Context: an optimization exercise on an open-source flow, tuned for small area, a short achievable clock period and few clock cycles per item. The choices shown serve that exercise and are no tape-out recipe. Where RTL was checked, it was by simulation tests only, not by an equivalence proof against the original. The RTL of runs 3 and 4 was laid out without a check of its function.

[flow/constraint.sdc]
create_clock -name core_clock -period 8.5 [get_ports {clk}]
set_input_delay 1.7000 -clock core_clock [delete_from_list [all_inputs] [get_ports {clk}]]
set_output_delay 1.7000 -clock core_clock [all_outputs]
set_load 0.01 [all_outputs]
[flow/flow/run.sh]
#!/bin/bash
# The standard layout (standard.sh), with two changes to how it is made:
# small plain buffers on the ports instead of the delay buffers buffer_ports
# picks by itself, and antenna repair after detailed routing as well.
set -e
export BUFFER_PORTS_ARGS="-buffer_cell sky130_fd_sc_hd__buf_2"
export MAX_REPAIR_ANTENNAS_ITER_DRT=15
bash standard.sh > standard.log 2>&1
[flow/standard.sh]
#!/bin/bash
# synth_recipe.tcl (not shown) runs the flow's synth.tcl, then flattens the netlist and writes it again
# the make line also repeats each setting of config.mk as NAME=value (left out here)
make -C /OpenROAD-flow-scripts/flow DESIGN_CONFIG=/design/flow/config.mk WORK_HOME=/design/flow/orfs CLKGATE_MAP_FILE= SYNTH_SCRIPT=/design/flow/synth_recipe.tcl "${@:-finish}"
[flow/config.mk]
export PLATFORM = sky130hd
export DESIGN_NAME = xts_lane
export DESIGN_NICKNAME = xts_lane
export VERILOG_FILES = /design/flow/design.v
export SDC_FILE = /design/flow/constraint.sdc
export NUM_CORES = 8
export LEC_CHECK = 0
export ABC_CLOCK_PERIOD_IN_PS = 4000
export CAP_MARGIN = 20
export CORE_MARGIN = 2
export CORE_UTILIZATION = 60
export CTS_CLUSTER_DIAMETER = 100
export CTS_CLUSTER_SIZE = 20
export PLACE_DENSITY = 0.75
export SETUP_SLACK_MARGIN = 4.8
export SLEW_MARGIN = 20
[flow/design.v]
module xts_lane (
  input  wire         clk,
  input  wire         rst,
  input  wire         cmd_valid,
  output wire         cmd_ready,
  input  wire [255:0] cmd_key1,    
  input  wire [255:0] cmd_key2,    
  input  wire [127:0] cmd_tweak,   
  input  wire [7:0]   cmd_nblk,    
  input  wire         in_valid,
  output wire         in_ready,
  input  wire [127:0] in_data,
  output wire         out_valid,
  input  wire         out_ready,
  output wire [127:0] out_data
);
  function automatic [3:0] sbox_a(input [7:0] a);
    reg U0, U1, U2, U3, U4, U5, U6, U7;
    reg T1, T2, T3, T4, T5, T6, T7, T8, T9, T10, T11, T12;
    reg T13, T14, T15, T16, T17, T18, T19, T20, T21, T22, T23, T24;
    reg T25, T26, T27, M1, M2, M3, M4, M5, M6, M7, M8, M9;
    reg M10, M11, M12, M13, M14, M15, M16, M17, M18, M19, M20, M21;
    reg M22, M23, M24, M25, M26, M27, M28, M29, M30, M31, M32, M33;
    reg M34, M35, M36, M37, M38, M39, M40;
    begin
      {U0, U1, U2, U3, U4, U5, U6, U7} = a;
      T1 = U0 ^ U3;
      T2 = U0 ^ U5;
      T3 = U0 ^ U6;
      T4 = U3 ^ U5;
      T5 = U4 ^ U6;
      T6 = T1 ^ T5;
      T7 = U1 ^ U2;
      T8 = U7 ^ T6;
      T9 = U7 ^ T7;
      T10 = T6 ^ T7;
      T11 = U1 ^ U5;
      T12 = U2 ^ U5;
      T13 = T3 ^ T4;
      T14 = T6 ^ T11;
      T15 = T5 ^ T11;
      T16 = T5 ^ T12;
      T17 = T9 ^ T16;
      T18 = U3 ^ U7;
      T19 = T7 ^ T18;
      T20 = T1 ^ T19;
      T21 = U6 ^ U7;
      T22 = T7 ^ T21;
      T23 = T2 ^ T22;
      T24 = T2 ^ T10;
      T25 = T20 ^ T17;
      T26 = T3 ^ T16;
      T27 = T1 ^ T12;
      M1 = T13 & T6;
      M2 = T23 & T8;
      M3 = T14 ^ M1;
      M4 = T19 & U7;
      M5 = M4 ^ M1;
      M6 = T3 & T16;
      M7 = T22 & T9;
      M8 = T26 ^ M6;
      M9 = T20 & T17;
      M10 = M9 ^ M6;
      M11 = T1 & T15;
      M12 = T4 & T27;
      M13 = M12 ^ M11;
      M14 = T2 & T10;
      M15 = M14 ^ M11;
      M16 = M3 ^ M2;
      M17 = M5 ^ T24;
      M18 = M8 ^ M7;
      M19 = M10 ^ M15;
      M20 = M16 ^ M13;
      M21 = M17 ^ M15;
      M22 = M18 ^ M13;
      M23 = M19 ^ T25;
      M24 = M22 ^ M23;
      M25 = M22 & M20;
      M26 = M21 ^ M25;
      M27 = M20 ^ M21;
      M28 = M23 ^ M25;
      M29 = M28 & M27;
      M30 = M26 & M24;
      M31 = M20 & M23;
      M32 = M27 & M31;
      M33 = M27 ^ M25;
      M34 = M21 & M22;
      M35 = M24 & M34;
      M36 = M24 ^ M25;
      M37 = M21 ^ M29;
      M38 = M32 ^ M33;
      M39 = M23 ^ M30;
      M40 = M35 ^ M36;
      sbox_a = {M40, M39, M38, M37};
    end
  endfunction
  function automatic [7:0] sbox_t(input [7:0] a);
    reg U0, U1, U2, U3, U4, U5, U6, U7;
    reg T1, T2, T3, T5, T6, T7, T9, T12, T16, T18, T19, T20;
    begin
      {U0, U1, U2, U3, U4, U5, U6, U7} = a;
      T1 = U0 ^ U3;
      T2 = U0 ^ U5;
      T3 = U0 ^ U6;
      T5 = U4 ^ U6;
      T6 = T1 ^ T5;
      T7 = U1 ^ U2;
      T9 = U7 ^ T7;
      T12 = U2 ^ U5;
      T16 = T5 ^ T12;
      T18 = U3 ^ U7;
      T19 = T7 ^ T18;
      T20 = T1 ^ T19;
      sbox_t = {T20, T16, T9, T7, T6, T3, T2, T1};
    end
  endfunction
  function automatic [7:0] sbox_c(input [3:0] m, input [7:0] t);
    reg BT1, BT2, BT3, BT6, BT7, BT9, BT16, BT20;
    reg T1, T2, T3, T4, T6, T8, T9, T10, T13, T15, T16, T17, T19, T20, T22, T23, T27, U7;
    reg M37, M38, M39, M40;
    reg M41, M42, M43, M44, M45, M46, M47, M48, M49, M50, M51, M52;
    reg M53, M54, M55, M56, M57, M58, M59, M60, M61, M62, M63, L0;
    reg L1, L2, L3, L4, L5, L6, L7, L8, L9, L10, L11, L12;
    reg L13, L14, L15, L16, L17, L18, L19, L20, L21, L22, L23, L24;
    reg L25, L26, L27, L28, L29, S0, S1, S2, S3, S4, S5, S6;
    reg S7;
    begin
      {BT20, BT16, BT9, BT7, BT6, BT3, BT2, BT1} = t;
      {M40, M39, M38, M37} = m;
      T1 = BT1;
      T2 = BT2;
      T3 = BT3;
      T4 = BT1 ^ BT2;
      T6 = BT6;
      T8 = BT6 ^ BT7 ^ BT9;
      T9 = BT9;
      T10 = BT6 ^ BT7;
      T13 = BT1 ^ BT2 ^ BT3;
      T15 = BT7 ^ BT16;
      T16 = BT16;
      T17 = BT9 ^ BT16;
      T19 = BT1 ^ BT20;
      T20 = BT20;
      T22 = BT3 ^ BT20;
      T23 = BT2 ^ BT3 ^ BT20;
      T27 = BT6 ^ BT16;
      U7 = BT7 ^ BT9;
      M41 = M38 ^ M40;
      M42 = M37 ^ M39;
      M43 = M37 ^ M38;
      M44 = M39 ^ M40;
      M45 = M42 ^ M41;
      M46 = M44 & T6;
      M47 = M40 & T8;
      M48 = M39 & U7;
      M49 = M43 & T16;
      M50 = M38 & T9;
      M51 = M37 & T17;
      M52 = M42 & T15;
      M53 = M45 & T27;
      M54 = M41 & T10;
      M55 = M44 & T13;
      M56 = M40 & T23;
      M57 = M39 & T19;
      M58 = M43 & T3;
      M59 = M38 & T22;
      M60 = M37 & T20;
      M61 = M42 & T1;
      M62 = M45 & T4;
      M63 = M41 & T2;
      L0 = M61 ^ M62;
      L1 = M50 ^ M56;
      L2 = M46 ^ M48;
      L3 = M47 ^ M55;
      L4 = M54 ^ M58;
      L5 = M49 ^ M61;
      L6 = M62 ^ L5;
      L7 = M46 ^ L3;
      L8 = M51 ^ M59;
      L9 = M52 ^ M53;
      L10 = M53 ^ L4;
      L11 = M60 ^ L2;
      L12 = M48 ^ M51;
      L13 = M50 ^ L0;
      L14 = M52 ^ M61;
      L15 = M55 ^ L1;
      L16 = M56 ^ L0;
      L17 = M57 ^ L1;
      L18 = M58 ^ L8;
      L19 = M63 ^ L4;
      L20 = L0 ^ L1;
      L21 = L1 ^ L7;
      L22 = L3 ^ L12;
      L23 = L18 ^ L2;
      L24 = L15 ^ L9;
      L25 = L6 ^ L10;
      L26 = L7 ^ L9;
      L27 = L8 ^ L10;
      L28 = L11 ^ L14;
      L29 = L11 ^ L17;
      S0 = L6 ^ L24;
      S1 = ~(L16 ^ L26);
      S2 = ~(L19 ^ L28);
      S3 = L6 ^ L21;
      S4 = L20 ^ L22;
      S5 = L25 ^ L29;
      S6 = ~(L13 ^ L27);
      S7 = ~(L6 ^ L23);
      sbox_c = {S0, S1, S2, S3, S4, S5, S6, S7};
    end
  endfunction
  function automatic [7:0] sbox_b(input [3:0] m, input [7:0] a);
    reg U0, U1, U2, U3, U4, U5, U6, U7;
    reg M37, M38, M39, M40;
    reg T1, T2, T3, T4, T5, T6, T7, T8, T9, T10, T11, T12;
    reg T13, T15, T16, T17, T18, T19, T20, T21, T22, T23, T27, M41;
    reg M42, M43, M44, M45, M46, M47, M48, M49, M50, M51, M52, M53;
    reg M54, M55, M56, M57, M58, M59, M60, M61, M62, M63, L0, L1;
    reg L2, L3, L4, L5, L6, L7, L8, L9, L10, L11, L12, L13;
    reg L14, L15, L16, L17, L18, L19, L20, L21, L22, L23, L24, L25;
    reg L26, L27, L28, L29, S0, S1, S2, S3, S4, S5, S6, S7;
    begin
      {U0, U1, U2, U3, U4, U5, U6, U7} = a;
      {M40, M39, M38, M37} = m;
      T1 = U0 ^ U3;
      T2 = U0 ^ U5;
      T3 = U0 ^ U6;
      T4 = U3 ^ U5;
      T5 = U4 ^ U6;
      T6 = T1 ^ T5;
      T7 = U1 ^ U2;
      T8 = U7 ^ T6;
      T9 = U7 ^ T7;
      T10 = T6 ^ T7;
      T11 = U1 ^ U5;
      T12 = U2 ^ U5;
      T13 = T3 ^ T4;
      T15 = T5 ^ T11;
      T16 = T5 ^ T12;
      T17 = T9 ^ T16;
      T18 = U3 ^ U7;
      T19 = T7 ^ T18;
      T20 = T1 ^ T19;
      T21 = U6 ^ U7;
      T22 = T7 ^ T21;
      T23 = T2 ^ T22;
      T27 = T1 ^ T12;
      M41 = M38 ^ M40;
      M42 = M37 ^ M39;
      M43 = M37 ^ M38;
      M44 = M39 ^ M40;
      M45 = M42 ^ M41;
      M46 = M44 & T6;
      M47 = M40 & T8;
      M48 = M39 & U7;
      M49 = M43 & T16;
      M50 = M38 & T9;
      M51 = M37 & T17;
      M52 = M42 & T15;
      M53 = M45 & T27;
      M54 = M41 & T10;
      M55 = M44 & T13;
      M56 = M40 & T23;
      M57 = M39 & T19;
      M58 = M43 & T3;
      M59 = M38 & T22;
      M60 = M37 & T20;
      M61 = M42 & T1;
      M62 = M45 & T4;
      M63 = M41 & T2;
      L0 = M61 ^ M62;
      L1 = M50 ^ M56;
      L2 = M46 ^ M48;
      L3 = M47 ^ M55;
      L4 = M54 ^ M58;
      L5 = M49 ^ M61;
      L6 = M62 ^ L5;
      L7 = M46 ^ L3;
      L8 = M51 ^ M59;
      L9 = M52 ^ M53;
      L10 = M53 ^ L4;
      L11 = M60 ^ L2;
      L12 = M48 ^ M51;
      L13 = M50 ^ L0;
      L14 = M52 ^ M61;
      L15 = M55 ^ L1;
      L16 = M56 ^ L0;
      L17 = M57 ^ L1;
      L18 = M58 ^ L8;
      L19 = M63 ^ L4;
      L20 = L0 ^ L1;
      L21 = L1 ^ L7;
      L22 = L3 ^ L12;
      L23 = L18 ^ L2;
      L24 = L15 ^ L9;
      L25 = L6 ^ L10;
      L26 = L7 ^ L9;
      L27 = L8 ^ L10;
      L28 = L11 ^ L14;
      L29 = L11 ^ L17;
      S0 = L6 ^ L24;
      S1 = ~(L16 ^ L26);
      S2 = ~(L19 ^ L28);
      S3 = L6 ^ L21;
      S4 = L20 ^ L22;
      S5 = L25 ^ L29;
      S6 = ~(L13 ^ L27);
      S7 = ~(L6 ^ L23);
      sbox_b = {S0, S1, S2, S3, S4, S5, S6, S7};
    end
  endfunction
  function automatic [7:0] xtime(input [7:0] a);
    xtime = {a[6:0], 1'b0} ^ (a[7] ? 8'h1B : 8'h00);
  endfunction
  function automatic [31:0] mix_column(input [31:0] c);
    reg [7:0] a0, a1, a2, a3;
    begin
      a0 = c[7:0]; a1 = c[15:8]; a2 = c[23:16]; a3 = c[31:24];
      mix_column[7:0]   = xtime(a0) ^ (xtime(a1) ^ a1) ^ a2 ^ a3;
      mix_column[15:8]  = a0 ^ xtime(a1) ^ (xtime(a2) ^ a2) ^ a3;
      mix_column[23:16] = a0 ^ a1 ^ xtime(a2) ^ (xtime(a3) ^ a3);
      mix_column[31:24] = (xtime(a0) ^ a0) ^ a1 ^ a2 ^ xtime(a3);
    end
  endfunction
  function automatic [191:0] stage1(input [127:0] s);
    integer i;
    for (i = 0; i < 16; i = i + 1)
      stage1[12*i +: 12] = {sbox_a(s[8*i +: 8]), sbox_t(s[8*i +: 8])};
  endfunction
  function automatic [127:0] stage2_sr(input [191:0] y);
    reg [127:0] sb;
    integer i, r, c;
    begin
      for (i = 0; i < 16; i = i + 1)
        sb[8*i +: 8] = sbox_c(y[12*i + 8 +: 4], y[12*i +: 8]);
      for (c = 0; c < 4; c = c + 1)
        for (r = 0; r < 4; r = r + 1)
          stage2_sr[8*(r + 4*c) +: 8] = sb[8*(r + 4*((c + r) % 4)) +: 8];
    end
  endfunction
  function automatic [127:0] mix_columns(input [127:0] s);
    integer c;
    for (c = 0; c < 4; c = c + 1)
      mix_columns[32*c +: 32] = mix_column(s[32*c +: 32]);
  endfunction
  function automatic [127:0] mul_alpha(input [127:0] t);
    mul_alpha = {t[126:0], 1'b0} ^ (t[127] ? 128'h87 : 128'h0);
  endfunction
  localparam M_IDLE = 2'd0,    
             M_TW   = 2'd2,    
             M_RUN  = 2'd3;    
  reg  [1:0]   mode;
  reg  [8:0]   blk_rem;     
  reg          first;       
  reg  [1:0]   cnt;         
  reg          ov;          
  reg          stall;       
  reg          ir, cr;      
  reg  [27:0]  v;           
  reg  [27:0]  tg;          
  reg          wbusy;       
  reg  [4:0]   w;           
  reg          e_ld;        
  reg          e_tl;        
  reg          e_adv;       
  reg  [13:0]  e_rk;        
  wire [14*128-1:0] a;      
  wire [14*192-1:0] b;      
  wire [14*128-1:0] rk;     
  reg  [127:0] k0;          
  reg  [127:0] kp, kn;      
  reg  [47:0]  km;          
  reg  [127:0] kb;          
  reg  [127:0] tin, tout;   
  reg  [127:0] qo, qs;      
  assign cmd_ready = cr;
  assign in_ready  = ir;
  assign out_valid = ov;
  assign out_data  = qo;
  wire         kev   = ~w[1];                          
  wire [31:0]  ksub  = {sbox_c(km[47:44], km[43:36]), sbox_c(km[35:32], km[31:24]),
                        sbox_c(km[23:20], km[19:12]), sbox_c(km[11:8], km[7:0])};
  wire [7:0]   rcon  = 8'd1 << w[4:2];
  wire [31:0]  kt    = kev ? ({ksub[7:0], ksub[31:8]} ^ {24'd0, rcon}) : ksub;
  wire [127:0] knew;
  assign knew[31:0]   = kp[31:0]   ^ kt;
  assign knew[63:32]  = kp[63:32]  ^ knew[31:0];
  assign knew[95:64]  = kp[95:64]  ^ knew[63:32];
  assign knew[127:96] = kp[127:96] ^ knew[95:64];
  wire [127:0] sr14 = stage2_sr(b[13*192 +: 192]);
  wire [127:0] fin  = sr14 ^ rk[13*128 +: 128] ^ (tg[27] ? 128'd0 : tout);
  wire fin_any = v[27];
  wire fin_tw  = v[27] & tg[27];
  wire fin_d   = v[27] & ~tg[27];
  wire wr      = fin_d & ~stall;
  wire rd      = ov & out_ready;
  wire acc     = ir & in_valid;
  wire tsel    = (mode == M_IDLE) & ~wbusy;
  wire twld    = tsel & cmd_valid & ~stall;
  wire wstart  = twld | (acc & first);    
  reg  [1:0] mode_n, cnt_n;
  reg  [8:0] br_n;
  reg  [27:0] v_n, tg_n;
  reg        stall_n, ir_n, cr_n;
  reg        wbusy_n, tsel_n;
  reg  [4:0] w_n;
  reg  [13:0] e_rk_n;
  integer j;
  always @(*) begin
    mode_n = mode; br_n = blk_rem; v_n = v; tg_n = tg;
    cnt_n = cnt + {1'b0, wr} - {1'b0, rd};
    if (!stall) begin
      v_n  = {v[26:0], acc | twld};
      tg_n = {tg[26:0], twld};
      if (mode == M_IDLE && cmd_valid && !wbusy)
        mode_n = M_TW;
      if (acc) begin
        br_n = blk_rem - 9'd1;
        if (blk_rem == 9'd1) mode_n = M_IDLE;
      end
    end
    if (mode == M_TW) begin
      if (cr && cmd_valid) begin
        mode_n = M_RUN;
        br_n   = {1'b0, cmd_nblk} + 9'd1;
      end else if (!cmd_valid) begin
        mode_n = M_IDLE;
        v_n    = v_n & ~tg_n;
        tg_n   = 28'd0;
      end
    end
    stall_n = v_n[27] & ~tg_n[27] & (cnt_n == 2'd2);
    ir_n    = ~stall_n & (mode_n == M_RUN) & (br_n != 9'd0) &
              ~|(v_n[26:0] & tg_n[26:0]);
    cr_n    = v_n[26] & tg_n[26] & (mode_n == M_TW);
    wbusy_n = wbusy; w_n = w;
    if (!stall) begin
      if (wstart) begin
        wbusy_n = 1'b1; w_n = 5'd0;
      end else if (wbusy) begin
        w_n = w + 5'd1;
        if (w == 5'd26) wbusy_n = 1'b0;
      end
    end
    tsel_n = (mode_n == M_IDLE) & ~wbusy_n;
    for (j = 0; j < 14; j = j + 1)
      e_rk_n[j] = ~stall_n & wbusy_n & (w_n == 2*j);
  end
  always @(posedge clk) begin
    if (rst) begin
      mode <= M_IDLE; blk_rem <= 9'd0; first <= 1'b0; cnt <= 2'd0; ov <= 1'b0;
      stall <= 1'b0; ir <= 1'b0; cr <= 1'b0; v <= 28'd0; tg <= 28'd0;
      wbusy <= 1'b0; w <= 5'd0;
    end else begin
      mode <= mode_n; blk_rem <= br_n; cnt <= cnt_n; ov <= (cnt_n != 2'd0);
      stall <= stall_n; ir <= ir_n; cr <= cr_n; v <= v_n; tg <= tg_n;
      if (cr && cmd_valid) first <= 1'b1;
      else if (acc) first <= 1'b0;
      wbusy <= wbusy_n; w <= w_n;
    end
    if (rst) begin
      e_ld <= 1'b1; e_tl <= 1'b1; e_adv <= 1'b0; e_rk <= 14'd0;
    end else begin
      e_ld  <= ~stall_n & (ir_n | tsel_n);
      e_tl  <= ~stall_n & tsel_n;
      e_adv <= ~stall_n & wbusy_n & w_n[0];
      e_rk  <= e_rk_n;
    end
  end
  genvar r;
  generate
    for (r = 0; r < 14; r = r + 1) begin : rnd
      reg [127:0] ra;       
      reg [191:0] rb;       
      reg [127:0] rkey;     
      assign a[r*128 +: 128]  = ra;
      assign b[r*192 +: 192]  = rb;
      assign rk[r*128 +: 128] = rkey;
      always @(posedge clk)
        if (!stall)
          rb <= stage1(ra);
      always @(posedge clk)
        if (e_rk[r])
          rkey <= (r == 0) ? kn : kb;
      if (r == 0) begin : load
        always @(posedge clk)
          if (e_ld)
            ra <= (tsel ? cmd_tweak : in_data) ^
                  (tsel ? cmd_key2[127:0] : ((fin_tw ? fin : tin) ^ k0));
      end else begin : chain
        always @(posedge clk)
          if (!stall)
            ra <= mix_columns(stage2_sr(b[(r-1)*192 +: 192])) ^ rk[(r-1)*128 +: 128];
      end
    end
  endgenerate
  always @(posedge clk) begin
    km <= {sbox_a(kn[127:120]), sbox_t(kn[127:120]), sbox_a(kn[119:112]), sbox_t(kn[119:112]),
           sbox_a(kn[111:104]), sbox_t(kn[111:104]), sbox_a(kn[103:96]), sbox_t(kn[103:96])};
    if (e_tl)
      {kn, kp} <= cmd_key2;
    else if (e_adv)
      {kp, kn} <= {kn, knew};
    if (e_adv)
      kb <= knew;
    if (cr && cmd_valid) begin
      {kn, kp} <= cmd_key1;
      k0 <= cmd_key1[127:0];
    end
    if (fin_tw)
      tin <= acc ? mul_alpha(fin) : fin;
    else if (acc)
      tin <= mul_alpha(tin);
    if (fin_tw)
      tout <= fin;
    else if (wr)
      tout <= mul_alpha(tout);
    if (rd && cnt == 2'd2)
      qo <= qs;
    else if (wr && (cnt == 2'd0 || rd))
      qo <= fin;
    if (wr && cnt == 2'd1 && !rd)
      qs <= fin;
  end
endmodule
==> flow_summary_export.csv, run 1 <==
group,metric,value,unit
sta,finalSetupTns,0,ns
logic_synthesis,synth_async_sr_flop_share,0,%
clock_network,htree_levels,5,
placed_design,port_buffers,911,
setup_path,path_max_fanout,6,
sta,period_share,45.5,%
routing,wl,2070000,um
grt,antenna_found_initial,418,
routing,wire_per_inst,28.1,um
setup_path,critPathBufInv,0,
logic_synthesis,syn_nets,61100,
clock_network,numCtsBuffers,463,
routing,drt_iter0_drc,62500,
logic_synthesis,synth.mux.area_fraction,1.64,%
run,maxCapViolations,0,
cells_and_area,final_common_cell,"xnor2_1",
setup_path,path_cells,"xor2_1 -> o22a_1 -> nor2_1 -> a211oi_2 -> xnor2_1 -> xnor2_1 -> xor2_1 -> xnor2_2 -> xnor2_4",
logic_synthesis,ys_ff_latch,7441,
cells_and_area,seq_area,222000,um^2
floorplan,core_area,977000,um^2
sta,fmax,258,MHz
logic_synthesis,ys_warn_count,1,
routing,drtAntennaViolNets,0,
cells_and_area,final_cell_mix,"xnor2_1 (16300), xor2_1 (7715), edfxtp_1 (7296)",
setup_path,cp_slowest_stage_delay,0.55,ns
cells_and_area,fillers,76800,
logic_synthesis,synth-adder-area-share,0.986,%
floorplan,rows,363,
floorplan,die_h,994,um
grt,grt_max_degree,179,
setup_path,cp_top_family,"XOR/XNOR gates",
placed_design,gp_congestion,1.08,
floorplan,die_w,994,um
setup_path,worstPathRequired,9.40,ns
grt,grt_remaining_overflow,0,
placed_design,dp_hpwl,1580000,um
grt,grtUsageTotal,40.1,%
routing,viasPerCell,5.94,
clock_network,insertion_delay,1.19,ns
floorplan,initial_core_util,60.2,%
sta,setup_viol,0,
logic_synthesis,synth_area_per_cell,9.82,um^2
setup_path,endpoint_kind,"flop",
sta,hold_slack,0.462,ns
cells_and_area,syn2layout_area_growth,9.16,%
cells_and_area,multi_input_area,365000,um^2
logic_synthesis,synthSimpleGateAreaFrac,9.33,%
floorplan,ios,912,
sta,slew_viol_final,0,
setup_path,cpMaxStageDelayCell,"edfxtp_1",
routing,vias,439000,
logic_synthesis,synth_cell_types,89,
grt,grt_pass1_wl,2850000,um
cells_and_area,drive_gt1_share,8.84,%
logic_synthesis,synth-edff-count,7296,
sta,rsz0062_at_grt,"true",
routing,drc,0,
routing,dr.pass1.iters,8,
logic_synthesis,synth_compound_area_share,7.34,%
grt,grt_pass1_vias,387000,
clock_network,clk_pin_slew,0.10,ns
floorplan,die_area,988000,um^2
cells_and_area,final_nets,60700,
sta,worst_pin_slew,1.38,ns
sta,slew-limit-headroom,8.12,%
clock_network,clock_path_buffers,5,
clock_network,tritoncts,"done",
logic_synthesis,syn-instance-count,59900,
sta,hold_violations,0,
logic_synthesis,syn_area,588000,um^2
setup_path,crit_arrival,4.77,ns
setup_path,crit_path_start_kind,"flop",
logic_synthesis,synth_ff_type,"edfxtp_1",
logic_synthesis,synth_xor_area_share,39.9,%
cells_and_area,postLayoutCoreUtil,65.7,%
logic_synthesis,synth_top_family_by_area,"XOR/XNOR gates",
sta,fin_crit,3.87,ns
outcome,status,"no timing/DRC/antenna violations",
clock_network,clock-sinks,7441,
clock_network,root_buffer,"clkbuf_16",
setup_path,path_class,"reg2reg",
logic_synthesis,ys_seq_area_share,37.8,%
sta,fin_skew,0.130,ns
hold_path,hold_path_class,"reg2reg",
-- Yosys cell counts, types with 67 or more instances --
master | number | area share (%)
xnor2_1 | 17600 | 26
xor2_1 | 8247 | 12
edfxtp_1 | 7296 | 37
nand2_1 | 6383 | 4.1
nor2_1 | 3672 | 2.3
o21ai_0 | 2710 | 2.3
clkbuf_1 | 2635 | 1.7
a21oi_1 | 2183 | 1.9
inv_1 | 1632 | 1.0
nor2b_1 | 929 | 0.99
mux2i_1 | 884 | 1.5
nand2b_1 | 500 | 0.53
ha_1 | 463 | 0.99
nand3_1 | 378 | 0.32
o22ai_1 | 349 | 0.37
a22oi_1 | 332 | 0.42
nor3_1 | 243 | 0.21
buf_2 | 242 | 0.21
o2bb2ai_1 | 226 | 0.34
xnor3_1 | 225 | 0.86
or2_2 | 205 | 0.22
and2_1 | 195 | 0.21
o211ai_1 | 194 | 0.25
a22o_1 | 162 | 0.24
a32oi_1 | 151 | 0.22
dfxtp_1 | 145 | 0.49
buf_1 | 137 | 0.087
o31ai_1 | 129 | 0.16
or3_1 | 129 | 0.14
a31oi_1 | 106 | 0.11
a211oi_1 | 105 | 0.13
nand3b_1 | 99 | 0.13
nor3b_1 | 93 | 0.12
xor3_1 | 90 | 0.36
a21o_1 | 88 | 0.11
o221ai_1 | 67 | 0.10
-- path summary, 6_finish.rpt --
check	from	endpoint	slack (ns)	cells past startpoint
max	rnd[0].rb[64]$_DFFE_PN_	rnd[1].ra[29]$_DFFE_PN_	4.63	9
min	kn[0]$_DFFE_PP_	rnd[0].rkey[0]$_DFFE_PP_	0.46	0
max reg2reg	rnd[0].rb[64]$_DFFE_PN_	rnd[1].ra[29]$_DFFE_PN_	4.63	9
min reg2reg	kn[0]$_DFFE_PP_	rnd[0].rkey[0]$_DFFE_PP_	0.46	0
-- layer usage --
| metal | routed length, um | GRT usage (%) |
|---|---|---|
| met5 | 449 | 0 |
| met4 | 210000 | 36.1 |
| met3 | 244000 | 10.5 |
| met2 | 899000 | 58.8 |
| met1 | 721000 | 48.5 |
-- cell families (layout without fill, tap and decap cells) --
logic type / Yosys count / count (layout)
mux: 951 / 951
simple gates: 12900 / 12900
flops: 7441 / 7441
fa+ha+maj: 463 / 463
xor+xnor: 26200 / 26200
buf+inv: 4664 / 4442
compound gates: 7272 / 7272
other cells: 0 / 1298
-- final cells by class --
| type | instances | area share (%) |
|---|---|---|
| diodes | 1298 | 0.506 |
| clock buffers | 536 | 1.88 |
| clock inverters | 125 | 0.203 |
| inverters | 1634 | 0.958 |
| multi-input cells | 47800 | 56.9 |
| flip-flops and latches | 7441 | 34.6 |
| well taps | 13000 | 2.53 |
| repair buffers | 2147 | 2.38 |
-- through the flow --
stage / instance area, um^2 / instances / worst slack (ns)
5_1_grt: 640000 / 73100 / 4.57
6_report: 642000 / 73900 / 4.63
2_1_floorplan: 588000 / 59900 / -66.70
3_5_place_dp: 602000 / 71300 / 3.61
3_3_place_gp: 602000 / 71300 / 3.66
4_1_cts: 624000 / 72100 / 4.58
-- what timing repair did --
action / in CTS / in global routing
setup endpoints to repair: 2909 / 2987
setup buffers: 138 / 535
resized for setup: 947 / 1320
cloned: 1 / 6
hold buffers: 0 / 0
pin swaps: 84 / 141
-- sequential cells by signal, indices dropped and copies added (netlist names), 2 cells and up --
| name | flops |
|---|---|
| kp | 128 |
| rnd.rb | 2688 |
| kb | 128 |
| km | 48 |
| rnd.rkey | 1792 |
| qs | 128 |
| tin | 128 |
| mode | 2 |
| kn | 128 |
| blk_rem | 9 |
| k0 | 128 |
| qo | 128 |
| rnd.ra | 1792 |
| cnt | 2 |
| w | 5 |
| v | 28 |
| e_rk | 14 |
| tout | 128 |
| tg | 28 |
Testbench counts, summed over its fixed seeds: cycles 10,398, blocks 9,216.
==> inputs of run 2 (changes only) <==
--- a/flow/config.mk
+++ b/flow/config.mk
@@ -8,9 +8,9 @@
 export ABC_CLOCK_PERIOD_IN_PS = 4000
 export CAP_MARGIN = 20
 export CORE_MARGIN = 2
-export CORE_UTILIZATION = 60
+export CORE_UTILIZATION = 55
 export CTS_CLUSTER_DIAMETER = 100
 export CTS_CLUSTER_SIZE = 20
-export PLACE_DENSITY = 0.75
-export SETUP_SLACK_MARGIN = 4.8
+export PLACE_DENSITY = 0.7
+export SETUP_SLACK_MARGIN = 4.7
 export SLEW_MARGIN = 20
==> run 2 against run 1 <==
Effect of this change:
- still clean on timing, DRC and antenna
- critical path type is now reg2out
- final area shrank 0.64%
- die area is 9.1% higher
- non-clock buffer count is 260 lower
- highest routed layer unchanged
- wire length is 1.1% higher
==> flow_summary_export.csv, run 2 <==
group,metric,value,unit
sta,fin_skew,0.134,ns
clock_network,root_buffer,"clkbuf_16",
logic_synthesis,synth_top_cell_by_area,"edfxtp_1",
routing,wl,2100000,um
cells_and_area,final_cell_mix,"xnor2_1 (16500), xor2_1 (7833), edfxtp_1 (7296)",
cells_and_area,fillers,90200,
setup_path,worstPathRequired,6.80,ns
floorplan,die_area,1080000,um^2
cells_and_area,drive_gt1_share,7.87,%
setup_path,path_class,"reg2out",
routing,viasPerCell,5.81,
logic_synthesis,synth_area_per_cell,9.82,um^2
logic_synthesis,syn_nets,61100,
grt,antenna_found_initial,412,
logic_synthesis,synth_ff_type,"edfxtp_1",
logic_synthesis,ys_ff_latch,7441,
routing,dr.pass1.iters,7,
sta,fin_crit,3.96,ns
grt,grt_remaining_overflow,0,
sta,period_share,46.6,%
placed_design,gp_congestion,1.06,
sta,worst_slack,4.54,ns
logic_synthesis,synth-edff-count,7296,
grt,grtUsageTotal,37.3,%
clock_network,htree_levels,5,
grt,grt_pass1_vias,381000,
setup_path,path_max_fanout,4,
outcome,status,"no timing/DRC/antenna violations",
routing,wire_per_inst,28.0,um
setup_path,cp_top_family,"flip-flops",
routing,drt_iter0_drc,60700,
logic_synthesis,synth_cell_types,89,
floorplan,initial_core_util,55.2,%
setup_path,cpMaxStageDelayCell,"edfxtp_1",
sta,worst_pin_slew,1.41,ns
setup_path,critPathBufInv,1,
sta,setup_viol,0,
floorplan,ios,912,
logic_synthesis,syn_area,588000,um^2
routing,vias,435000,
clock_network,numCtsBuffers,465,
logic_synthesis,syn-instance-count,59900,
floorplan,die_h,1040,um
setup_path,endpoint_kind,"primary output",
grt,grt_max_degree,163,
cells_and_area,reg.largest.list,"rnd.rb (2688), rnd.ra (1792), rnd.rkey (1792)",
setup_path,cp_slowest_stage_delay,0.77,ns
clock_network,postCtsHoldBufs,0,
sta,rsz0062_at_grt,"true",
sta,hold_violations,0,
setup_path,crit_path_start_kind,"flop",
sta,fmax,252,MHz
sta,finalSetupTns,0,ns
placed_design,dp_hpwl,1610000,um
sta,slew_viol_final,0,
floorplan,rows,379,
setup_path,crit_arrival,2.26,ns
logic_synthesis,synthTopCellsByArea,"edfxtp_1 (37%), xnor2_1 (26%), xor2_1 (12%), nand2_1 (4.1%), nor2_1 (2.3%)",
run,maxCapViolations,0,
cells_and_area,largest_reg_flops,2688,
setup_path,path_cells,"buf_2",
cells_and_area,final_nets,60400,
logic_synthesis,netlist_top_cells_count,"xnor2_1 (17600), xor2_1 (8247), edfxtp_1 (7296)",
routing,drc,0,
logic_synthesis,synthMostInstantiatedCell,"xnor2_1",
cells_and_area,final_common_cell,"xnor2_1",
logic_synthesis,synth.top_cell.area_share,37.3,%
clock_network,clk_pin_slew,0.09,ns
clock_network,insertion_delay,1.23,ns
grt,grt_pass1_wl,2870000,um
logic_synthesis,synth_async_sr_flop_share,0,%
clock_network,tritoncts,"done",
logic_synthesis,ys_seq_area_share,37.8,%
clock_network,clock-sinks,7441,
cells_and_area,syn2layout_area_growth,8.46,%
logic_synthesis,ys_warn_count,1,
hold_path,hold_path_class,"reg2reg",
clock_network,clock_path_buffers,5,
sta,slew-limit-headroom,5.92,%
placed_design,pre_cts_ws,3.78,ns
cells_and_area,regMostFlops,"rnd.rb",
floorplan,core_area,1070000,um^2
floorplan,die_w,1040,um
placed_design,port_buffers,911,
routing,drtAntennaViolNets,0,
## run 2: stage by stage
stage               instance area [um^2]  util, %  hold WS [ns]  cells
CTS                               623000     58.5         0.477  73200
global placement                  604000     56.7         0.450  72400
detailed placement                604000     56.7         0.452  72400
floorplan                         588000        -         0.424  59900
global route                      635000     59.7         0.505  74000
finish                            638000     59.9         0.478  74900
## run 2: path summary, 6_finish.rpt
path,startpoint,to,slack (ns),cells after the start
worst max-delay path,qo[94]$_DFFE_PP_,out_data[94],4.54,1
worst min-delay path,kn[3]$_DFFE_PP_,rnd[0].rkey[3]$_DFFE_PP_,0.48,0
worst max register to register,rnd[13].rb[94]$_DFFE_PN_,rnd[0].ra[88]$_DFFE_PP_,4.62,9
worst min register to register,kn[3]$_DFFE_PP_,rnd[0].rkey[3]$_DFFE_PP_,0.48,0
## run 2: cells by family (layout without fill, tap and decap cells)
kind of cell | after synthesis | in the layout | share of synthesized area, %
and+or+nand+nor | 12900 | 12900 | 9.33
AOI/OAI and AO/OA | 7272 | 7272 | 7.34
buffers and inverters | 4664 | 4210 | 3.04
DFF | 7441 | 7441 | 37.8
xor gates and xnor gates | 26200 | 26200 | 39.9
adders and majority gates | 463 | 463 | 0.986
muxes | 951 | 951 | 1.64
other | 0 | 1342 | 0
## run 2: what timing repair did
item | 4_1_cts | 5_1_grt
setup buffers | 67 | 345
setup endpoints to repair | 1547 | 1256
resized for setup | 705 | 1096
pin swaps | 47 | 83
## run 2: cell type report
type	count	area [um^2]	share of cell area (%)
multi-input combinational	47800	362000	56.7
timing repair buffer	1887	12700	2.00
clock inverter	162	1730	0.271
clock buffer	527	12100	1.90
sequential	7441	222000	34.8
antenna	1342	3360	0.527
inverter	1634	6150	0.965
tap	14100	17600	2.77
## run 2: per-layer routing
layer / share of wire, % / track usage, % / vias up
met5: 0.044 / 0 / -
met1: 37 / 47.2 / 207000
met2: 43 / 54.8 / 25900
li1: - / - / 196000
met3: 11 / 8.53 / 5186
met4: 8.9 / 30.4 / 59
==> inputs of run 3 (changes only) <==
--- a/flow/design.v
+++ b/flow/design.v
@@ -377,10 +377,10 @@
   assign in_ready  = ir;
   assign out_valid = ov;
   assign out_data  = qo;
-  wire         kev   = ~w[1];                          
+  reg          kev;                                  
   wire [31:0]  ksub  = {sbox_c(km[47:44], km[43:36]), sbox_c(km[35:32], km[31:24]),
                         sbox_c(km[23:20], km[19:12]), sbox_c(km[11:8], km[7:0])};
-  wire [7:0]   rcon  = 8'd1 << w[4:2];
+  reg  [7:0]   rcon;                                 
   wire [31:0]  kt    = kev ? ({ksub[7:0], ksub[31:8]} ^ {24'd0, rcon}) : ksub;
   wire [127:0] knew;
   assign knew[31:0]   = kp[31:0]   ^ kt;
@@ -458,6 +458,8 @@
       else if (acc) first <= 1'b0;
       wbusy <= wbusy_n; w <= w_n;
     end
+    kev  <= ~w_n[1];
+    rcon <= 8'd1 << w_n[4:2];
     if (rst) begin
       e_ld <= 1'b1; e_tl <= 1'b1; e_adv <= 1'b0; e_rk <= 14'd0;
     end else begin
--- a/flow/config.mk
+++ b/flow/config.mk
@@ -12,5 +12,5 @@
 export CTS_CLUSTER_DIAMETER = 100
 export CTS_CLUSTER_SIZE = 20
 export PLACE_DENSITY = 0.7
-export SETUP_SLACK_MARGIN = 4.7
+export SETUP_SLACK_MARGIN = 4.8
 export SLEW_MARGIN = 20
==> run 3 against run 2 <==
Effect of this change:
- first-iteration DRC count increased by 2.7%
- wire length increased by 0.67%
- largest cell class unchanged
- maximum frequency grew 2.0%
==> flow_summary_export.csv, run 3 <==
group,metric,value,unit
sta,rsz0062_at_grt,"true",
floorplan,rows,382,
routing,drtAntennaViolNets,0,
floorplan,die_h,1040,um
routing,drc,0,
floorplan,initial_core_util,55.1,%
setup_path,path_max_fanout,1,
sta,period_share,45.7,%
sta,worst_pin_slew,1.37,ns
sta,fmax,257,MHz
cells_and_area,postLayoutCoreUtil,60.4,%
logic_synthesis,syn_area,596000,um^2
cells_and_area,final_nets,61700,
logic_synthesis,synthTopCellsByArea,"edfxtp_1 (37%), xnor2_1 (26%), xor2_1 (12%), nand2_1 (4.0%), nor2_1 (2.4%)",
routing,wl,2110000,um
clock_network,htree_levels,5,
routing,vias,444000,
setup_path,path_cells,"buf_2",
logic_synthesis,synth.top_cell.area_share,36.8,%
cells_and_area,final_cell_mix,"xnor2_1 (16100), xor2_1 (7527), edfxtp_1 (7296)",
floorplan,ios,912,
placed_design,dp.cells,73700,
setup_path,worstPathRequired,6.80,ns
logic_synthesis,synth_cell_types,109,
logic_synthesis,ys_seq_area_share,37.3,%
sta,slew-limit-headroom,8.98,%
floorplan,die_w,1040,um
logic_synthesis,syn-instance-count,61000,
sta,hold_slack,0.470,ns
routing,dr.pass1.iters,7,
logic_synthesis,synth_top_cell_by_area,"edfxtp_1",
setup_path,crit_arrival,2.19,ns
outcome,status,"no timing/DRC/antenna violations",
clock_network,clock-sinks,7450,
logic_synthesis,synth_area_per_cell,9.77,um^2
logic_synthesis,syn_nets,62200,
clock_network,clock_path_buffers,5,
cells_and_area,regMostFlops,"rnd.rb",
run,maxCapViolations,0,
logic_synthesis,synthMostInstantiatedCell,"xnor2_1",
setup_path,path_class,"reg2out",
setup_path,crit_path_start_kind,"flop",
cells_and_area,reg.largest.list,"rnd.rb (2688), rnd.ra (1792), rnd.rkey (1792)",
floorplan,die_area,1090000,um^2
sta,finalSetupTns,0,ns
setup_path,critPathBufInv,1,
floorplan,core_area,1080000,um^2
sta,hold_violations,0,
cells_and_area,largest_reg_flops,2688,
placed_design,dp_hpwl,1620000,um
logic_synthesis,ys_ff_latch,7450,
cells_and_area,syn2layout_area_growth,9.59,%
grt,antenna_found_initial,406,
clock_network,clk_pin_slew,0.09,ns
logic_synthesis,synth_async_sr_flop_share,0,%
logic_synthesis,netlist_top_cells_count,"xnor2_1 (17500), xor2_1 (8028), edfxtp_1 (7296)",
clock_network,numCtsBuffers,461,
grt,grt_pass1_vias,389000,
setup_path,cp_slowest_stage_delay,0.71,ns
grt,grtUsageTotal,36.8,%
placed_design,post_dp_cell_area,611000,um^2
routing,viasPerCell,5.81,
clock_network,root_buffer,"clkbuf_16",
setup_path,endpoint_kind,"primary output",
placed_design,port_buffers,911,
logic_synthesis,synth_ff_type,"edfxtp_1",
setup_path,cpMaxStageDelayCell,"edfxtp_1",
routing,drt_iter0_drc,62300,
clock_network,insertion_delay,1.28,ns
cells_and_area,fin_cells,76400,
cells_and_area,drive_gt1_share,9.39,%
sta,setup_viol,0,
logic_synthesis,ys_warn_count,1,
grt,grt_max_degree,194,
sta,slew_viol_final,0,
sta,fin_skew,0.157,ns
setup_path,cp_top_family,"flip-flops",
placed_design,gp_congestion,1.06,
cells_and_area,final_common_cell,"xnor2_1",
hold_path,hold_path_class,"reg2reg",
cells_and_area,design_area,653000,um^2
logic_synthesis,synth-edff-count,7296,
grt,grt_pass1_wl,2890000,um
grt,grt_remaining_overflow,0,
routing,wire_per_inst,27.6,um
clock_network,tritoncts,"done",
sta,fin_crit,3.89,ns
run 3: cell types whose count changed after synthesis, sizes merged, moves of 35 or more:
cell | before | now
mux2 | 66 | 101
mux2i | 884 | 969
o22ai | 350 | 403
a221oi | 62 | 105
xor2 | 8266 | 8102
nand3 | 378 | 426
clkbuf | 2639 | 2410
nor3 | 243 | 334
o21ai | 2765 | 2903
buf | 391 | 729
inv | 1632 | 1697
nor2 | 3672 | 3836
nand2b | 500 | 541
a21oi | 2184 | 2335
run 3: final timing paths:
| path | startpoint | end | slack (ns) | cells after the start |
|---|---|---|---|---|
| max | qo[90]$_DFFE_PP_ | out_data[90] | 4.61 | 1 |
| min | kn[60]$_DFFE_PP_ | rnd[0].rkey[60]$_DFFE_PP_ | 0.47 | 0 |
| max reg2reg | tg[27]$_SDFF_PP0_ | rnd[0].ra[94]$_DFFE_PP_ | 4.67 | 13 |
| min reg2reg | kn[60]$_DFFE_PP_ | rnd[0].rkey[60]$_DFFE_PP_ | 0.47 | 0 |
run 3: cell type report:
type | instances | area, um^2
multi-input cells | 48700 | 373000
inverters | 1700 | 6410
clock inverters | 150 | 1860
flip-flops and latches | 7450 | 222000
diodes | 1256 | 3140
clock buffers | 528 | 12000
repair buffers | 2230 | 16200
fillers | 90500 | 428000
well taps | 14400 | 18000
run 3: repair_timing:
item                                    in CTS  in global routing
hold buffers                                 0                  0
pin swaps                                   85                144
hold endpoints to repair                     0                  0
setup buffers                              164                572
resized for setup                         1008               1416
endpoints found under the setup margin    3342               3001
cloned                                       7                  3
run 3: cells by family (layout without fill, tap and decap cells):
family | Yosys count | count (layout) | share of synthesized area [%]
xor gates and xnor gates | 26000 | 26000 | 39.2
and+or+nand+nor | 13200 | 13200 | 9.52
AOI/OAI and AO/OA | 7852 | 7852 | 7.93
DFF | 7450 | 7450 | 37.3
buffers and inverters | 4839 | 4608 | 3.19
muxes | 1070 | 1070 | 1.82
adders and majority gates | 463 | 463 | 0.973
other | 0 | 1256 | 0
run 3: metal layers:
layer	GRT usage, %	part of all wire [%]	vias to the layer above
met2	53.8	43	25800
met5	0.200	0.051	-
met3	9.80	12	4924
met1	47.0	37	212000
li1	-	-	201000
met4	27.3	8.1	92
run 3: through the flow:
step	setup slack (ns)
after floorplan	-66.47
after global placement	3.35
after detailed placement	3.30
after CTS	4.50
after global routing	4.62
final	4.61
==> inputs of run 4 (changes only) <==
--- a/flow/config.mk
+++ b/flow/config.mk
@@ -8,9 +8,9 @@
 export ABC_CLOCK_PERIOD_IN_PS = 4000
 export CAP_MARGIN = 20
 export CORE_MARGIN = 2
-export CORE_UTILIZATION = 55
+export CORE_UTILIZATION = 60
 export CTS_CLUSTER_DIAMETER = 100
 export CTS_CLUSTER_SIZE = 20
-export PLACE_DENSITY = 0.7
+export PLACE_DENSITY = 0.75
 export SETUP_SLACK_MARGIN = 4.8
 export SLEW_MARGIN = 20
==> run 4 against run 3 <==
Effect of this change:
- count of clock-buffer cells in the layout is 9 lower
- synthesized cell count is the same
- final area increased by 0.68%
- sequential share of layout area is 0.23 points lower
- critical path depth stayed put
- wire length increased by 4.2%
- highest routed layer unchanged
- critical endpoint is now out_data[47]
- core utilization increased by 5.9 points
- register-to-register slack got worse by 0.03 ns
- non-clock buffer count is 313 higher
- die area is 8.3% lower
- via count increased by 1.7%
==> flow_summary_export.csv, run 4 <==
group,metric,value,unit
placed_design,gp_congestion,1.07,
floorplan,die_area,1000000,um^2
placed_design,dp.cells,72700,
sta,hold_violations,0,
clock_network,tritoncts,"done",
cells_and_area,fillers,77700,
clock_network,clock-sinks,7450,
sta,finalSetupTns,0,ns
setup_path,critPathBufInv,1,
floorplan,die_w,1000,um
cells_and_area,fin_cells,75700,
grt,grt_pass1_wl,2950000,um
sta,worst_pin_slew,1.38,ns
cells_and_area,regMostFlops,"rnd.rb",
routing,drt_iter0_drc,61800,
floorplan,ios,912,
logic_synthesis,ys_warn_count,1,
placed_design,port_buffers,911,
logic_synthesis,synth_async_sr_flop_share,0,%
cells_and_area,syn2layout_area_growth,10.3,%
cells_and_area,final_common_cell,"xnor2_1",
routing,dr.pass1.iters,9,
clock_network,root_buffer,"clkbuf_16",
clock_network,htree_levels,5,
outcome,status,"no timing/DRC/antenna violations",
logic_synthesis,synth_area_per_cell,9.77,um^2
setup_path,crit_arrival,2.26,ns
logic_synthesis,synth_ff_type,"edfxtp_1",
logic_synthesis,synth.top_cell.area_share,36.8,%
logic_synthesis,synthTopCellsByArea,"edfxtp_1 (37%), xnor2_1 (26%), xor2_1 (12%), nand2_1 (4.0%), nor2_1 (2.4%)",
sta,period_share,46.6,%
sta,fin_skew,0.110,ns
logic_synthesis,syn-instance-count,61000,
clock_network,clock_path_buffers,5,
setup_path,worstPathRequired,6.80,ns
routing,wire_per_inst,29.1,um
grt,grt_max_degree,166,
cells_and_area,final_cell_mix,"xnor2_1 (15900), xor2_1 (7474), edfxtp_1 (7296)",
setup_path,path_max_fanout,1,
sta,slew-limit-headroom,8.13,%
floorplan,initial_core_util,60.1,%
logic_synthesis,synth-edff-count,7296,
clock_network,numCtsBuffers,464,
cells_and_area,reg.largest.list,"rnd.rb (2688), rnd.ra (1792), rnd.rkey (1792)",
clock_network,postCtsHoldBufs,0,
clock_network,insertion_delay,1.21,ns
clock_network,clk_pin_slew,0.09,ns
sta,fmax,252,MHz
sta,fin_crit,3.96,ns
logic_synthesis,syn_nets,62200,
grt,antenna_found_initial,426,
grt,grt_pass1_vias,392000,
hold_path,hold_path_class,"reg2reg",
floorplan,die_h,1000,um
placed_design,pre_cts_ws,3.55,ns
floorplan,core_area,991000,um^2
placed_design,dp_hpwl,1690000,um
cells_and_area,largest_reg_flops,2688,
setup_path,path_class,"reg2out",
setup_path,endpoint_kind,"primary output",
routing,drc,0,
floorplan,rows,366,
run,maxCapViolations,0,
logic_synthesis,synth_cell_types,109,
setup_path,cp_top_family,"flip-flops",
logic_synthesis,ys_ff_latch,7450,
setup_path,cp_slowest_stage_delay,0.81,ns
setup_path,rrSetupSlack,4.64,ns
setup_path,crit_path_start_kind,"flop",
sta,worst_slack,4.54,ns
logic_synthesis,ys_seq_area_share,37.3,%
routing,viasPerCell,5.96,
logic_synthesis,synth_top_cell_by_area,"edfxtp_1",
routing,drtAntennaViolNets,0,
cells_and_area,final_nets,62100,
grt,grtUsageTotal,41.8,%
setup_path,cpMaxStageDelayCell,"edfxtp_1",
setup_path,path_cells,"buf_2",
sta,slew_viol_final,0,
logic_synthesis,synthMostInstantiatedCell,"xnor2_1",
sta,setup_viol,0,
grt,grt_remaining_overflow,0,
sta,rsz0062_at_grt,"true",
logic_synthesis,netlist_top_cells_count,"xnor2_1 (17500), xor2_1 (8028), edfxtp_1 (7296)",
routing,wl,2200000,um
logic_synthesis,syn_area,596000,um^2
cells_and_area,drive_gt1_share,10.2,%
routing,vias,451000,
==> run 4: cell counts after synthesis <==
No cell type changed its count.
==> run 4: through the flow <==
stage               hold WS [ns]  area, um^2  util (%)
floorplan                  0.424      596000         -
global placement           0.433      611000      61.6
detailed placement         0.434      611000      61.7
CTS                        0.455      636000      64.1
global route               0.465      655000      66.0
finish                     0.456      657000      66.3
==> run 4: cell type report <==
type                    count  area (um^2)  area share, %
flip-flops and latches   7450       222000           33.8
inverters                1700         6400          0.974
clock buffers             519        12000           1.82
diodes                   1446         3620          0.551
well taps               13200        16600           2.52
clock inverters           133         1720          0.262
multi-input cells       48700       375000           57.1
repair buffers           2543        19300           2.94
==> run 4: final timing paths <==
check                                 from                         to  depth (start not counted)
hold reg to reg           kn[40]$_DFFE_PP_  rnd[0].rkey[40]$_DFFE_PP_                          0
hold / removal            kn[40]$_DFFE_PP_  rnd[0].rkey[40]$_DFFE_PP_                          0
setup / recovery          qo[47]$_DFFE_PP_               out_data[47]                          1
setup reg to reg  rnd[3].rb[109]$_DFFE_PN_    rnd[4].ra[38]$_DFFE_PN_                          9
==> run 4: repair_timing <==
item / CTS / global route
pin swaps: 92 / 209
setup endpoints to repair: 2899 / 2371
gates resized for setup: 1229 / 1530
setup buffers: 183 / 701
gates cloned: 9 / 3
==> run 4: metal layers <==
layer	wire length, um	GRT usage [%]
met4	233000	41.1
met3	264000	11.5
met1	760000	50.4
met2	941000	59.6
met5	1270	0.250
==> run 4: logic make-up (layout without fill, tap and decap cells) <==
family                     Yosys count  after routing  share of synthesized area (%)
buffers and inverters             4839           4895                           3.19
other                                0           1446                              0
DFF                               7450           7450                           37.3
AOI/OAI and AO/OA                 7852           7852                           7.93
muxes                             1070           1070                           1.82
and+or+nand+nor                  13200          13200                           9.52
adders and majority gates          463            463                          0.973
xor gates and xnor gates         26000          26000                           39.2
==> inputs of run 5 (changes only) <==
--- a/flow/design.v
+++ b/flow/design.v
@@ -377,10 +377,10 @@
   assign in_ready  = ir;
   assign out_valid = ov;
   assign out_data  = qo;
-  reg          kev;                                  
+  wire         kev   = ~w[1];                          
   wire [31:0]  ksub  = {sbox_c(km[47:44], km[43:36]), sbox_c(km[35:32], km[31:24]),
                         sbox_c(km[23:20], km[19:12]), sbox_c(km[11:8], km[7:0])};
-  reg  [7:0]   rcon;                                 
+  wire [7:0]   rcon  = 8'd1 << w[4:2];
   wire [31:0]  kt    = kev ? ({ksub[7:0], ksub[31:8]} ^ {24'd0, rcon}) : ksub;
   wire [127:0] knew;
   assign knew[31:0]   = kp[31:0]   ^ kt;
@@ -412,27 +412,22 @@
     if (!stall) begin
       v_n  = {v[26:0], acc | twld};
       tg_n = {tg[26:0], twld};
-      if (mode == M_IDLE && cmd_valid && !wbusy)
-        mode_n = M_TW;
+      case (mode)
+        M_IDLE: if (cmd_valid && !wbusy) mode_n = M_TW;
+        M_TW:   if (fin_tw) begin
+                  mode_n = M_RUN;
+                  br_n   = {1'b0, cmd_nblk} + 9'd1;
+                end
+        default: ;
+      endcase
       if (acc) begin
         br_n = blk_rem - 9'd1;
         if (blk_rem == 9'd1) mode_n = M_IDLE;
       end
     end
-    if (mode == M_TW) begin
-      if (cr && cmd_valid) begin
-        mode_n = M_RUN;
-        br_n   = {1'b0, cmd_nblk} + 9'd1;
-      end else if (!cmd_valid) begin
-        mode_n = M_IDLE;
-        v_n    = v_n & ~tg_n;
-        tg_n   = 28'd0;
-      end
-    end
     stall_n = v_n[27] & ~tg_n[27] & (cnt_n == 2'd2);
-    ir_n    = ~stall_n & (mode_n == M_RUN) & (br_n != 9'd0) &
-              ~|(v_n[26:0] & tg_n[26:0]);
-    cr_n    = v_n[26] & tg_n[26] & (mode_n == M_TW);
+    ir_n    = ~stall_n & (mode_n == M_RUN) & (br_n != 9'd0);
+    cr_n    = v_n[27] & tg_n[27];
     wbusy_n = wbusy; w_n = w;
     if (!stall) begin
       if (wstart) begin
@@ -454,12 +449,10 @@
     end else begin
       mode <= mode_n; blk_rem <= br_n; cnt <= cnt_n; ov <= (cnt_n != 2'd0);
       stall <= stall_n; ir <= ir_n; cr <= cr_n; v <= v_n; tg <= tg_n;
-      if (cr && cmd_valid) first <= 1'b1;
+      if (cr) first <= 1'b1;
       else if (acc) first <= 1'b0;
       wbusy <= wbusy_n; w <= w_n;
     end
-    kev  <= ~w_n[1];
-    rcon <= 8'd1 << w_n[4:2];
     if (rst) begin
       e_ld <= 1'b1; e_tl <= 1'b1; e_adv <= 1'b0; e_rk <= 14'd0;
     end else begin
@@ -488,7 +481,7 @@
         always @(posedge clk)
           if (e_ld)
             ra <= (tsel ? cmd_tweak : in_data) ^
-                  (tsel ? cmd_key2[127:0] : ((fin_tw ? fin : tin) ^ k0));
+                  (tsel ? cmd_key2[127:0] : (tin ^ k0));
       end else begin : chain
         always @(posedge clk)
           if (!stall)
@@ -505,12 +498,12 @@
       {kp, kn} <= {kn, knew};
     if (e_adv)
       kb <= knew;
-    if (cr && cmd_valid) begin
+    if (cr) begin
       {kn, kp} <= cmd_key1;
       k0 <= cmd_key1[127:0];
     end
     if (fin_tw)
-      tin <= acc ? mul_alpha(fin) : fin;
+      tin <= fin;
     else if (acc)
       tin <= mul_alpha(tin);
     if (fin_tw)
==> flow/flow/run.sh (replaced) <==
#!/bin/bash
# The standard layout (standard.sh), with these changes to how it is made:
#  - pin regions (flow/io.tcl): plaintext, tweak and tweak key on the left
#    edge, the data key on the top edge, ciphertext on the right edge;
#  - small plain buffers on the ports instead of the delay buffers
#    buffer_ports picks by itself;
#  - antenna repair after detailed routing as well.
set -e
export PRE_IO_PLACEMENT_TCL="$(pwd)/flow/io.tcl"
export BUFFER_PORTS_ARGS="-buffer_cell sky130_fd_sc_hd__buf_2"
export MAX_REPAIR_ANTENNAS_ITER_DRT=15
bash standard.sh > standard.log 2>&1
==> flow/flow/io.tcl (new file) <==
# Pin regions: plaintext, tweak and tweak key on the left edge, the data key
# and the rest of the command on the top edge, ciphertext on the right edge,
# so that the pipeline runs from left to right.
proc my_ports {pat} {
  set l {}
  foreach p [get_ports $pat] { lappend l [get_name $p] }
  return $l
}
set_io_pin_constraint -region left:* -pin_names [concat \
  [my_ports in_data*] [my_ports in_valid] [my_ports in_ready] \
  [my_ports cmd_tweak*] [my_ports cmd_key2*]]
set_io_pin_constraint -region top:* -pin_names [concat \
  [my_ports cmd_key1*] [my_ports cmd_nblk*] [my_ports cmd_valid] [my_ports cmd_ready]]
set_io_pin_constraint -region right:* -pin_names [concat \
  [my_ports out_data*] [my_ports out_valid] [my_ports out_ready]]
--- a/flow/config.mk
+++ b/flow/config.mk
@@ -8,9 +8,9 @@
 export ABC_CLOCK_PERIOD_IN_PS = 4000
 export CAP_MARGIN = 20
 export CORE_MARGIN = 2
-export CORE_UTILIZATION = 60
+export CORE_UTILIZATION = 50
 export CTS_CLUSTER_DIAMETER = 100
 export CTS_CLUSTER_SIZE = 20
-export PLACE_DENSITY = 0.75
-export SETUP_SLACK_MARGIN = 4.8
+export PLACE_DENSITY = 0.65
+export SETUP_SLACK_MARGIN = 4.5
 export SLEW_MARGIN = 20
==> run 5 against run 4 <==
Effect of this change:
- synthesized cell count fell by 2.0%
- now fails the layout checks on capacitance limit, slew limit
- hold slack improved by 0.017 ns
- via count fell by 4.2%
- non-clock buffer count fell by 451
==> flow_summary_export.csv, run 5 <==
group,metric,value,unit
logic_synthesis,synth_top_cell_by_area,"edfxtp_1",
sta,fmax,235,MHz
setup_path,cp_slowest_stage_delay,0.62,ns
sta,hold_violations,0,
outcome,status,"complete, but fails checks",
clock_network,tritoncts,"done",
sta,fin_crit,4.25,ns
grt,use_met1,37.5,%
placed_design,dp_hpwl,1960000,um
sta,slew-limit-headroom,-24.3,%
logic_synthesis,syn-instance-count,59700,
sta,fin_skew,0.101,ns
logic_synthesis,ys_warn_count,1,
clock_network,clock_path_buffers,5,
grt,grt_remaining_overflow,0,
logic_synthesis,synth_ff_type,"edfxtp_1",
logic_synthesis,synth.top_cell.area_share,37.1,%
routing,drc,0,
setup_path,path_class,"reg2reg",
logic_synthesis,synth-edff-count,7296,
setup_path,worstSetupStartpoint,"rnd[0].rb[176]$_DFFE_PN_",
grt,grt_pass1_wl,3180000,um
logic_synthesis,netlist_top_cells_count,"xnor2_1 (17500), xor2_1 (8184), edfxtp_1 (7296)",
sta,setup_viol,0,
logic_synthesis,ys_seq_area_share,37.6,%
cells_and_area,design_area,648000,um^2
routing,vias,432000,
logic_synthesis,synthMostInstantiatedCell,"xnor2_1",
setup_path,worstPathRequired,9.52,ns
logic_synthesis,synth_cell_types,99,
setup_path,critPathBufInv,1,
cells_and_area,drive_gt1_share,8.01,%
sta,worst_pin_slew,1.86,ns
routing,drt_iter0_drc,44600,
sta,rsz0062_at_grt,"true",
clock_network,numCtsBuffers,482,
grt,use_met3,9.82,%
cells_and_area,final_nets,60600,
hold_path,hold_path_class,"reg2reg",
grt,busiest_layer,"met2",
routing,viasPerCell,5.52,
logic_synthesis,syn_area,590000,um^2
setup_path,cpMaxStageDelayCell,"xnor2_4",
floorplan,die_w,1090,um
cells_and_area,largest_reg_flops,2688,
placed_design,post_dp_cell_area,611000,um^2
routing,dr.pass1.iters,29,
setup_path,endpoint_kind,"flop",
outcome,violatedChecks,"capacitance limit, slew limit",
clock_network,clock-sinks,7441,
logic_synthesis,synthTopCellsByArea,"edfxtp_1 (37%), xnor2_1 (26%), xor2_1 (12%), nand2_1 (4.0%), nor2_1 (2.3%)",
clock_network,htree_levels,5,
cells_and_area,fillers,106000,
routing,wire_per_inst,30.7,um
cells_and_area,final_cell_mix,"xnor2_1 (16400), xor2_1 (7930), edfxtp_1 (7296)",
cells_and_area,reg.largest.list,"rnd.rb (2688), rnd.ra (1792), rnd.rkey (1792)",
placed_design,port_buffers,911,
run,maxCapViolations,5,
routing,drtAntennaViolNets,0,
setup_path,crit_path_start_kind,"flop",
setup_path,cp_top_family,"XOR/XNOR gates",
setup_path,cpMostUsedCell,"xnor2_2",
sta,slew_viol_final,41,
logic_synthesis,ys_ff_latch,7441,
sta,finalSetupTns,0,ns
floorplan,ios,912,
hold_path,min_from,"kn[68]$_DFFE_PP_",
grt,grt_pass1_vias,388000,
clock_network,postCtsHoldBufs,0,
cells_and_area,regMostFlops,"rnd.rb",
floorplan,initial_core_util,50.1,%
setup_path,path_max_fanout,9,
placed_design,gp_congestion,1.13,
floorplan,rows,399,
grt,gr-usage-met2,61.5,%
cells_and_area,final_common_cell,"xnor2_1",
floorplan,core_area,1180000,um^2
floorplan,die_h,1090,um
logic_synthesis,syn_nets,61000,
grt,antenna_found_initial,792,
logic_synthesis,synth_async_sr_flop_share,0,%
setup_path,rr_startpoint,"rnd[0].rb[176]$_DFFE_PN_",
grt,grtUsageTotal,39.0,%
clock_network,insertion_delay,1.32,ns
cells_and_area,syn2layout_area_growth,9.78,%
clock_network,root_buffer,"clkbuf_16",
clock_network,clk_pin_slew,0.10,ns
sta,period_share,50.0,%
setup_path,path_cells,"xnor2_2 -> o21ai_0 -> a31oi_4 -> xnor2_1 -> xnor2_2 -> xnor2_4 -> xnor2_2 -> xnor2_2 -> xnor2_4 -> xnor2_1 -> buf_4",
grt,grt_max_degree,167,
routing,wl,2400000,um
logic_synthesis,synth_area_per_cell,9.88,um^2
floorplan,die_area,1190000,um^2
cells_and_area,postLayoutCoreUtil,55.0,%
setup_path,crit_arrival,5.28,ns
==> run 5: layout make-up <==
type / count / area (um^2) / area share [%]
tap: 15600 / 19600 / 3.02
sequential: 7441 / 222000 / 34.3
multi-input combinational: 47600 / 362000 / 55.9
clock buffer: 540 / 12500 / 1.94
clock inverter: 204 / 2580 / 0.399
inverter: 1699 / 6390 / 0.987
timing repair buffer: 2092 / 14500 / 2.24
antenna: 3125 / 7820 / 1.21
==> run 5: final timing paths <==
kind / end / slack [ns] / depth (start not counted)
worst min-delay path: rnd[0].rkey[68]$_DFFE_PP_ / 0.47 / 0
worst max-delay path: rnd[1].ra[57]$_DFFE_PN_ / 4.25 / 11
worst max register to register: rnd[1].ra[57]$_DFFE_PN_ / 4.25 / 11
worst min register to register: rnd[0].rkey[68]$_DFFE_PP_ / 0.47 / 0
==> run 5: kinds of logic after synthesis <==
family                     after synthesis  synth area share (%)
adders and majority gates              463                 0.982
muxes                                 1007                  1.72
and+or+nand+nor                      12500                  9.04
buffers and inverters                 4714                  3.11
DFF                                   7441                  37.6
xor gates and xnor gates             26100                  39.8
AOI/OAI and AO/OA                     7481                  7.73
==> run 5: what timing repair did <==
action | CTS | global route
setup endpoints to repair | 638 | 1301
gates resized for setup | 616 | 731
pin swaps | 23 | 101
buffers inserted | 15 | 322
==> run 5: metrics by stage <==
stage	worst slack [ns]	cells	hold slack [ns]
finish	4.25	78300	0.474
global route	4.25	77600	0.473
CTS	4.37	74900	0.452
detailed placement	3.27	74100	0.441
global placement	3.25	74100	0.434
floorplan	-9.07	59700	0.424
==> run 5: worst reg2reg max path, stage by stage, from the launching register on <==
cell      delay (ns)
edfxtp_1        0.53
xnor2_2         0.44
o21ai_0         0.25
a31oi_4         0.31
xnor2_1         0.26
xnor2_2         0.18
xnor2_4         0.62
xnor2_2         0.26
xnor2_2         0.25
xnor2_4         0.50
xnor2_1         0.22
buf_4           0.18
==> run 5: routing by layer <==
layer | wire (um) | vias to the layer above
li1 | - | 199000
met4 | 373000 | 66
met3 | 192000 | 7124
met2 | 1100000 | 20100
met5 | 562 | -
met1 | 741000 | 206000
Testbench counts of run 5, summed over its fixed seeds: cycles 10,434, blocks 9,216.

==> re-timing with driven ports <==
The results above use ideal ports. As a check the final layouts listed here were re-extracted and re-timed, cells and wires unchanged.
Step 1 assumes that a clkbuf_16 drives the clock port and a buf_2 every other input.
Step 2 times the ports against the registers' clock, not the clock port: input delays grow and output delays shrink by t, the midpoint of the rising clock arrivals with the driver on.
Slacks: ideal ports / drivers / drivers and shift; pairs: ideal ports / drivers.
run	shift t [ns]	setup WS [ns]	worst hold slack (ns)
run 1	1.317	4.631 / 4.514 / 3.693	0.462 / 0.462 / 0.462
run 2	1.368	4.537 / 4.345 / 3.586	0.478 / 0.478 / 0.478
run 3	1.406	4.614 / 4.410 / 3.562	0.470 / 0.448 / 0.470
run 4	1.344	4.539 / 4.348 / 3.685	0.456 / 0.456 / 0.456
run 5	1.444	4.248 / 4.128 / 3.709	0.474 / 0.474 / 0.474
The setup slack of run 3, which loses most, moves by -0.204 ns with the drivers and by -1.052 ns with both steps.
